Background: an optimization exercise with open tools, aiming at small area, a short achievable clock period and few clock cycles per item. Do not read the settings as production practice. The RTL was checked by simulation tests, not by an equivalence proof against the original design.

==> flow/design.v <==
module rs_kernel (
    input  wire        clk,
    input  wire        rst,         
    input  wire        in_valid,
    output wire        in_ready,
    input  wire [31:0] in_x,        
    input  wire [17:0] in_ca,       
    input  wire [17:0] in_cb,       
    input  wire [3:0]  in_q,        
    input  wire        in_last,     
    input  wire        in_mode,     
    input  wire [15:0] in_lam,      
    output wire        out_valid,
    input  wire        out_ready,
    output reg  [31:0] out_val,
    output reg  [3:0]  out_q,
    output reg         out_sat
);
    localparam S_ACC = 2'd0;
    localparam S_FIN = 2'd1;
    localparam S_OUT = 2'd2;
    localparam signed [47:0] MAX48 = 48'sh7FFF_FFFF_FFFF;
    localparam signed [47:0] MIN48 = 48'sh8000_0000_0000;
    function [1:0] vrank(input [1:0] v);
        case (v)
            2'b00:   vrank = 2'd0;
            2'b11:   vrank = 2'd1;
            default: vrank = 2'd2;    
        endcase
    endfunction
    function [1:0] venc(input [1:0] rank);
        case (rank)
            2'd0:    venc = 2'b00;
            2'd1:    venc = 2'b11;
            default: venc = 2'b01;
        endcase
    endfunction
    function [1:0] vmax(input [1:0] x, input [1:0] y);
        vmax = (x > y) ? x : y;
    endfunction
    reg [1:0] state;
    reg signed [47:0] acc_a, acc_b;
    reg        hit_a;         
    reg        hit_b;         
    reg [1:0]  vr;            
    reg        tst, prd;
    reg        mode;
    reg [15:0] lam;
    assign in_ready  = (state == S_ACC);
    assign out_valid = (state == S_OUT);
    wire signed [49:0] prod_a = $signed(in_ca) * $signed(in_x);
    wire signed [49:0] prod_b = $signed(in_cb) * $signed(in_x);
    wire signed [50:0] sum_a  = acc_a + prod_a;
    wire signed [50:0] sum_b  = acc_b + prod_b;
    wire ovf_a = (sum_a > $signed({{3{MAX48[47]}}, MAX48})) || (sum_a < $signed({{3{MIN48[47]}}, MIN48}));
    wire ovf_b = (sum_b > $signed({{3{MAX48[47]}}, MAX48})) || (sum_b < $signed({{3{MIN48[47]}}, MIN48}));
    wire signed [47:0] sat_a = ovf_a ? (sum_a[50] ? MIN48 : MAX48) : sum_a[47:0];
    wire signed [47:0] sat_b = ovf_b ? (sum_b[50] ? MIN48 : MAX48) : sum_b[47:0];
    wire signed [48:0] diff   = acc_b - acc_a;
    wire signed [65:0] dprod  = diff * $signed({1'b0, lam});
    wire signed [49:0] dq     = dprod[65:16];
    wire               dup    = dprod[15] & ((|dprod[14:0]) | dq[0]);
    wire signed [49:0] drnd   = dq + $signed({49'd0, dup});
    wire signed [50:0] rsum   = acc_a + drnd;
    wire ovf_r = (rsum > $signed({{3{MAX48[47]}}, MAX48})) || (rsum < $signed({{3{MIN48[47]}}, MIN48}));
    wire signed [47:0] r      = ovf_r ? (rsum[50] ? MIN48 : MAX48) : rsum[47:0];
    wire signed [47:0] rin    = mode ? acc_a : r;
    wire signed [30:0] oq     = rin[47:17];
    wire               oup    = rin[16] & ((|rin[15:0]) | oq[0]);
    wire signed [31:0] orr    = $signed({oq[30], oq}) + $signed({31'd0, oup});
    wire        fin_hit = hit_a | (~mode & (hit_b | ovf_r));
    wire [1:0]  fin_vr  = fin_hit ? vmax(vr, 2'd1) : vr;
    always @(posedge clk) begin
        if (rst) begin
            state <= S_ACC;
            acc_a <= 48'sd0;
            acc_b <= 48'sd0;
            hit_a <= 1'b0;
            hit_b <= 1'b0;
            vr    <= 2'd0;
            tst   <= 1'b0;
            prd   <= 1'b0;
            mode  <= 1'b0;
            lam   <= 16'd0;
        end else begin
            case (state)
                S_ACC: begin
                    if (in_valid) begin
                        acc_a <= sat_a;
                        acc_b <= sat_b;
                        hit_a <= hit_a | ovf_a;
                        hit_b <= hit_b | ovf_b;
                        vr    <= vmax(vr, vrank(in_q[1:0]));
                        tst   <= tst | in_q[2];
                        prd   <= prd | in_q[3];
                        if (in_last) begin
                            mode  <= in_mode;
                            lam   <= in_lam;
                            state <= S_FIN;
                        end
                    end
                end
                S_FIN: begin
                    out_val <= (~mode && fin_vr == 2'd2) ? 32'd0 : orr;
                    out_q   <= {prd, tst, venc(fin_vr)};
                    out_sat <= fin_hit;
                    state   <= S_OUT;
                end
                S_OUT: begin
                    if (out_ready) begin
                        acc_a <= 48'sd0;
                        acc_b <= 48'sd0;
                        hit_a <= 1'b0;
            hit_b <= 1'b0;
                        vr    <= 2'd0;
                        tst   <= 1'b0;
                        prd   <= 1'b0;
                        state <= S_ACC;
                    end
                end
                default: state <= S_ACC;
            endcase
        end
    end
endmodule
==> flow/run.sh <==
#!/bin/bash
# synth_recipe.tcl (not shown) runs the flow's synth.tcl, then flattens the netlist and writes it again
# the make line also repeats each setting of config.mk as NAME=value (left out here)
make -C /OpenROAD-flow-scripts/flow DESIGN_CONFIG=/design/flow/config.mk WORK_HOME=/design/flow/orfs CLKGATE_MAP_FILE= SYNTH_SCRIPT=/design/flow/synth_recipe.tcl finish
==> flow/config.mk <==
export PLATFORM = sky130hd
export DESIGN_NAME = rs_kernel
export DESIGN_NICKNAME = rs_kernel
export VERILOG_FILES = /design/flow/design.v
export SDC_FILE = /design/flow/constraint.sdc
export NUM_CORES = 4
export LEC_CHECK = 0
export CAP_MARGIN = 20
export CORE_MARGIN = 2
export CORE_UTILIZATION = 40
export SLEW_MARGIN = 20
==> flow/constraint.sdc <==
create_clock -name core_clock -period 14.0 [get_ports {clk}]
set_input_delay 2.8000 -clock core_clock [delete_from_list [all_inputs] [get_ports {clk}]]
set_output_delay 2.8000 -clock core_clock [all_outputs]
set_load 0.01 [all_outputs]
==> summary.txt <==
Outcome = complete, no violations
Vias in the first global route = 72,795
Setup_tns = 0 ns
Pre-CTS WS = -0.608 ns
Reg2reg path depth = 60
Area grow syn2layout = 13.9%
Mapped Avg Cell Area = 8.64 µm²
Port-buffer cells = 132
Starting Density = 40.3%
Count of final setup violators = 0
Max frequency = 73.7 MHz
Final Hold Viols = 0
DIE WIDTH = 461 µm
Critical path launch point = acc_a[6]$_SDFFE_PP0P_
#FFs+latches synth = 158
Top-area cell type share of the netlist area = 46.5%
TritonRoute pass-1 iters = 6
Crit path DAT = 13.85 ns
Top cells by area, synth = fa_1 (46%), inv_1 (9.3%), ha_1 (8.1%)
Die ar. = 212,000 µm²
Vias = 67,443
Sink Count = 158
Worst-Skew Late Latency = 0.55 ns
Synth Flop Type = dfxtp_1
H-tree depth = 4
GPL Wtd Cong = 0.948
Mapped Cells = 9,652
Yosys top cell by area = fa_1
Total wire length = 256 mm
Design Area, Final = 95,000 µm²
FF-to-FF End = out_val[21]$_SDFFCE_PP0P_
RSZ-0062 raised after global routing = yes
Most frequent cells in the layout = inv_1 (2,075), fa_1 (1,927), nand2_1 (1,602)
DP Area = 93,000 µm²
Startpoint types = register
CP dominant cell by count = buf_4
Slew HR = 16.7%
Routed Antenna Nets = 0
Crit path to = out_val[21]$_SDFFCE_PP0P_
Crit-path leading delay family = compound AO/OA/AOI/OAI gates
Crit path depth = 60
Reg2Reg Setup Slack = 0.43 ns
Max Buffers Root-to-Sink = 2
Hold_buf cts = 0
Worst EP required = 14.28 ns
Max_cap viols = 0
Filler cell count = 20,085
Sequential-to-total area share from yosys stat = 4.24%
Die Ht = 461 µm
Initial antenna violation count = 10
Crit path max fanout = 8
Clock Skews = 0.0265 ns
Wire per inst = 19.7 µm
Clk pin slew, worst setup/hold paths = 0.09 ns
R2R Path Start = acc_a[6]$_SDFFE_PP0P_
Net Count, Synth = 12,220
Cell area after synthesis = 83,400 µm²
Max Slew Vio Count = 0
Post-DR vias/cell = 5.19
Worst slew pin tran = 1.22 ns
Synth warnings = 1
Critical path class = reg2reg
Worst Hold Depth = 0
Min Tclk post-route = 13.57 ns
Hold Path Class = reg2reg
Num rows = 167
Residual overflow from global routing = 0
IO Pins = 133
WP buf/inv = 14
Crit share post-route = 96.9%
Cts bufs inserted = 17
Core Util, Final = 45.9%
Root Driver = clkbuf_16
Global-route wire length before repair = 411 mm
Slowest stage delay, CP = 0.61 ns
Most common cell after layout, fill and taps aside = inv_1
EDFF count, synth = 37
GRT Util Overall = 24.8%
Setup ws final = 0.434 ns
CTS tree = built
Core Footprint = 207,000 µm²
Remaining DRCs = 0
Layout cell share with drive strength beyond 1 = 11.9%
Yosys cell types = 118
Worst path slowest cell = fa_1
Pin count of the biggest net entering global routing = 67
DR iter-0 viols = 4,204
Detailed Place HPWL = 218 mm
Layout Nets = 12,757
Crit. End Element = register
Ys async rst share = 0%
[worst reg2reg max path, delay by kind of cell, from the launching register on]
kind,cells,cell delay [ns]
fa+ha+maj,9,3.85
flops,1,0.35
xor+xnor,2,0.31
simple gates,12,2.75
compound gates,23,4.10
buf+inv,14,1.97
[logic make-up after synthesis]
group	count (synthesis)	share of synthesized area (%)
mux	9	0.111
flops	158	4.24
xor+xnor	286	3.01
buf+inv	2589	11.9
simple gates	2978	16.9
compound gates	1158	9.24
fa+ha+maj	2474	54.6
[worst min-delay path by stage]
stage / slack [ns] / from / to
after CTS: 0.44 / tst$_SDFFE_PP0P_ / out_q[2]$_DFFE_PP_
after global placement: 0.42 / prd$_SDFFE_PP0P_ / out_q[3]$_DFFE_PP_
after global routing: 0.47 / tst$_SDFFE_PP0P_ / out_q[2]$_DFFE_PP_
final: 0.45 / tst$_SDFFE_PP0P_ / out_q[2]$_DFFE_PP_
after floorplan: 0.41 / tst$_SDFFE_PP0P_ / out_q[2]$_DFFE_PP_
after detailed placement: 0.42 / tst$_SDFFE_PP0P_ / out_q[2]$_DFFE_PP_
[metal layers]
layer	up-vias	wire length, µm	track usage, %	share of wire (%)
met4	4	6930	6.55	2.7
li1	30291	-	-	-
met3	307	15700	3.88	6.1
met5	-	30	0	0.012
met1	34910	109000	33.2	42
met2	1931	124000	41.9	49
[area by class of cell]
class,count,area [µm²],area share [%]
repair buffers,1030,8470,8.92
multi-input cells,6905,71000,74.8
clock buffers,18,429,0.452
flip-flops and latches,158,3550,3.73
inverters,2077,7800,8.21
diodes,3,7.51,0.00790
well taps,2788,3490,3.67
clock inverters,14,199,0.209
[cells in the mapped netlist, types with 69 or more instances]
library cell and instances:
inv_1 2077, fa_1 1937, nand2_1 1610, and2_1 596
ha_1 537, clkbuf_1 471, a21oi_1 369, nor2_1 209
xnor2_1 203, o21ai_0 195, a21o_1 171, dfxtp_1 121
nand2b_1 104, nand3_1 91, xor2_1 82, nor3_1 69
[registers in the layout (all words and copies together) (netlist names)]
name     count
acc_a       48
acc_b       48
hit_a        1
hit_b        1
lam         16
mode         1
out_q        4
out_sat      1
out_val     32
prd          1
state        2
tst          1
vr           2
[metrics by stage]
step | hold WS, ns | instances
after floorplan | 0.409 | 9652
after CTS | 0.445 | 12966
final | 0.449 | 12993
after global routing | 0.466 | 12991
after detailed placement | 0.424 | 12924
after global placement | 0.420 | 12924
[repair_timing]
| action | 4_1_cts | 5_1_grt |
|---|---|---|
| resized for setup | 55 | 197 |
| pin swaps | 27 | 83 |
| gates cloned | 0 | 0 |
| setup endpoints to repair | 31 | 35 |
| setup buffers | 10 | 23 |
Testbench counts, summed over its fixed seeds: cycles 62,862, items 2,400.

-- static timing again, ports no longer ideal --
Ports are ideal in the flow. The routed layout listed here was re-timed in OpenROAD.
Step 1 (the two cells are an assumption about what drives the block):
set clk [get_ports {clk}]
set_driving_cell -lib_cell sky130_fd_sc_hd__clkbuf_16 $clk
set_driving_cell -lib_cell sky130_fd_sc_hd__buf_2 [delete_from_list [all_inputs] $clk]
Step 2 adds t to the input delays and takes it off the output delays; t is the mean of the earliest and latest rising clock arrival at the registers after step 1. Input paths then give back, and output paths get back, about the clock's delay inside the block.
Slacks: ideal ports / drivers / drivers and shift; pairs: ideal ports / drivers.
t, ns: 0.615
setup slack, ns: 0.434 / 0.434 / 0.434
worst hold slack (ns): 0.449 / 0.449 / 0.449
latest minus earliest clock arrival (ns): 0.027 / 0.027
cell pins on the clock port's net: 1
After both steps this run still meets setup and hold. For this run, drivers alone change the setup slack by 0.000 ns; drivers and shift together by 0.000 ns.
